This is an optimization exercise on Yosys and OpenROAD, whose aim is small area, a short achievable clock period and few clock cycles per item, not a production implementation.
The RTL was checked by simulation tests, not by an equivalence proof against the original design.

Design loop_frame, start of the top module:
module loop_frame (
    input  wire        clk,
    input  wire        rst,
    input  wire        cmd_valid,
    output wire        cmd_ready,
    input  wire [1:0]  cmd_op,
    input  wire [5:0]  cmd_addr,
    input  wire [31:0] cmd_data,
    input  wire [31:0] in_y,
    input  wire [31:0] in_r,
    input  wire [31:0] in_x1,
    input  wire [31:0] in_x2,
    input  wire [31:0] in_x3,
    output reg         out_valid,
    output reg  [31:0] out_value,
    output reg  [1:0]  out_lim,
    output reg  [11:0] out_flags
);
Settings: LEC_CHECK=0, ABC_AREA=1, CAP_MARGIN=20, CORE_MARGIN=2, CORE_UTILIZATION=40, CTS_CLUSTER_DIAMETER=120, CTS_CLUSTER_SIZE=24, PLACE_DENSITY=0.7, SLEW_MARGIN=30, TNS_END_PERCENT=5; clock period 32.0 ns.
standard.sh (not shown) runs the stock make flow with config.mk's settings and CLKGATE_MAP_FILE= SYNTH_SCRIPT=/design/flow/synth_recipe.tcl, a recipe that flattens the netlist after the stock synthesis.
==> flow/flow/run.sh <==
#!/bin/bash
# Layout flow: the standard ORFS flow (standard.sh), with repair_timing aimed
# at a setup slack margin so that the critical paths are sized for a short period.
# The clock period and all constraints stay the design's. Each make/tool output
# goes to its own log in this folder (ORFS also keeps its per-step logs under orfs/logs).
set -euo pipefail
MARGIN=24
bash standard.sh SYNTH_ARGS=-noabc SETUP_SLACK_MARGIN=$MARGIN MATCH_CELL_FOOTPRINT=0 synth > flow_synth.log 2>&1
bash standard.sh SETUP_SLACK_MARGIN=$MARGIN MATCH_CELL_FOOTPRINT=0 floorplan > flow_floorplan.log 2>&1
bash standard.sh SETUP_SLACK_MARGIN=$MARGIN MATCH_CELL_FOOTPRINT=0 place > flow_place.log 2>&1
bash standard.sh SETUP_SLACK_MARGIN=$MARGIN MATCH_CELL_FOOTPRINT=0 cts > flow_cts.log 2>&1
bash standard.sh SETUP_SLACK_MARGIN=$MARGIN MATCH_CELL_FOOTPRINT=0 MAX_REPAIR_ANTENNAS_ITER_DRT=10 route > flow_route.log 2>&1
bash standard.sh SETUP_SLACK_MARGIN=$MARGIN MATCH_CELL_FOOTPRINT=0 finish > flow_finish.log 2>&1
Testbench counts at the start, summed over its fixed seeds: cycles 11,312, frames 1,600.
==> next run, changes <==
- CTS_CLUSTER_DIAMETER: 120 -> default
- CTS_CLUSTER_SIZE: 24 -> default
- TNS_END_PERCENT: 5 -> 0
The changed run ran to the end with no violations; routed wire length is higher slightly; maximum frequency is higher by a few percent; hold slack degrades by 74 ps; non-clock buffer count is higher by 2; global-route usage is higher by 0.21 points.
==> next run, changes <==
- CTS_BUF_LIST: default -> sky130_fd_sc_hd__clkbuf_8
- TNS_END_PERCENT: 0 -> 5
After rerunning: The new run finished with timing, DRC and antenna clean; maximum frequency is lower slightly; synthesized area stays the same; routed wire length stays flat; die area is unchanged; setup slack degrades by 150 ps; via count goes up slightly; cell area hardly moves; clock-buffer cell count grows by 163; global-route usage stays flat.
==> next run, changes <==
- CTS_BUF_LIST: sky130_fd_sc_hd__clkbuf_8 -> default
- TNS_END_PERCENT: 5 -> 10
What happened: The new run finished with timing, DRC and antenna clean; setup slack improved by 160 ps; utilization came out higher by 0.17 points; die area is unchanged.
==> next run, changes <==
- TNS_END_PERCENT: 10 -> 5
=> Area after synthesis stays the same. Global-route usage does not change. Via count stays flat. First-iteration DRC count rises by 1.2%. Setup slack got worse by 7.4 ps. Count of clock-buffer cells in the layout is unchanged. Wire length stays flat. Synthesized cell count does not change. Register-to-register slack got worse by 20 ps.
==> next run, changes <==
- PLACE_DENSITY: 0.7 -> 0.8
- TNS_END_PERCENT: 5 -> 0
Critical path depth increases by 27.
Utilization shrinks by 0.19 points.
Area after synthesis stays the same.
Non-clock buffer count came out higher by 24.
Cell count barely changes.

* * *

Starting RTL as in the previous note.
==> flow/config.mk <==
export PLATFORM = sky130hd
export DESIGN_NAME = loop_frame
export DESIGN_NICKNAME = loop_frame
export VERILOG_FILES = /design/flow/design.v
export SDC_FILE = /design/flow/constraint.sdc
export NUM_CORES = 8
export LEC_CHECK = 0
export ABC_AREA = 1
export CAP_MARGIN = 20
export CORE_MARGIN = 2
export CORE_UTILIZATION = 40
export PLACE_DENSITY = 0.65
export SLEW_MARGIN = 30
export TNS_END_PERCENT = 0
==> flow/constraint.sdc <==
create_clock -name core_clock -period 32.0 [get_ports {clk}]
set_input_delay 6.4000 -clock core_clock [delete_from_list [all_inputs] [get_ports {clk}]]
set_output_delay 6.4000 -clock core_clock [all_outputs]
set_load 0.01 [all_outputs]
Scripts as last shown in full above: flow/flow/run.sh
Testbench counts at the start, summed over its fixed seeds: cycles 11,312, frames 1,600.
Edit:
--- a/flow/config.mk
+++ b/flow/config.mk
@@ -11,4 +11,6 @@
 export CORE_UTILIZATION = 40
-export PLACE_DENSITY = 0.65
+export CTS_CLUSTER_DIAMETER = 100
+export CTS_CLUSTER_SIZE = 20
+export PLACE_DENSITY = 0.7
 export SLEW_MARGIN = 30
-export TNS_END_PERCENT = 0
+export TNS_END_PERCENT = 5
What happened: Critical path depth went down by 30; count of clock-buffer cells in the layout went down by 174; setup slack gains 57 ps.

[port drivers added, routing unchanged]
The flow's constraints put no driver on any port. The routed layouts listed below were extracted and timed again, unchanged, in two steps.
Step 1, drivers: a clkbuf_16 drives clk and a buf_2 each remaining input, both assumed.
Step 2 times the ports against the registers' clock, not the clock port: input delays grow and output delays shrink by t, the midpoint of the rising clock arrivals with the driver on.
Three values: ideal ports, drivers, drivers and shift; two values: the first two.
| run | t, ns | setup WS [ns] | hold WS [ns] | worst setup path at the end |
|---|---|---|---|---|
| the first run of note 1 | 1.102 | 23.635 / 23.496 / 22.903 | 0.289 / 0.289 / 0.289 | input to register |
| the second run of note 1 | 1.130 | 23.800 / 23.741 / 22.810 | 0.215 / 0.215 / 0.215 | input to register |
| the third run of note 1 | 1.385 | 23.647 / 23.583 / 22.798 | 0.273 / 0.273 / 0.273 | input to register |
| the fourth run of note 1 | 1.131 | 23.811 / 23.679 / 22.797 | 0.226 / 0.226 / 0.226 | input to register |
| the fifth run of note 1 | 1.131 | 23.804 / 23.674 / 22.808 | 0.221 / 0.221 / 0.221 | input to register |
| the sixth run of note 1 | 1.186 | 23.649 / 23.497 / 23.117 | 0.278 / 0.278 / 0.278 | input to register |
| the first run of note 2 | 1.142 | 23.570 / 23.529 / 22.930 | 0.285 / 0.285 / 0.285 | input to register |
| the second run of note 2 | 1.116 | 23.627 / 23.485 / 22.692 | 0.289 / 0.289 / 0.289 | input to register |
After both steps setup and hold are still met in every run listed. For the fourth run of note 1, which loses most, drivers alone change the setup slack by -0.132 ns; drivers and shift together by -1.014 ns.
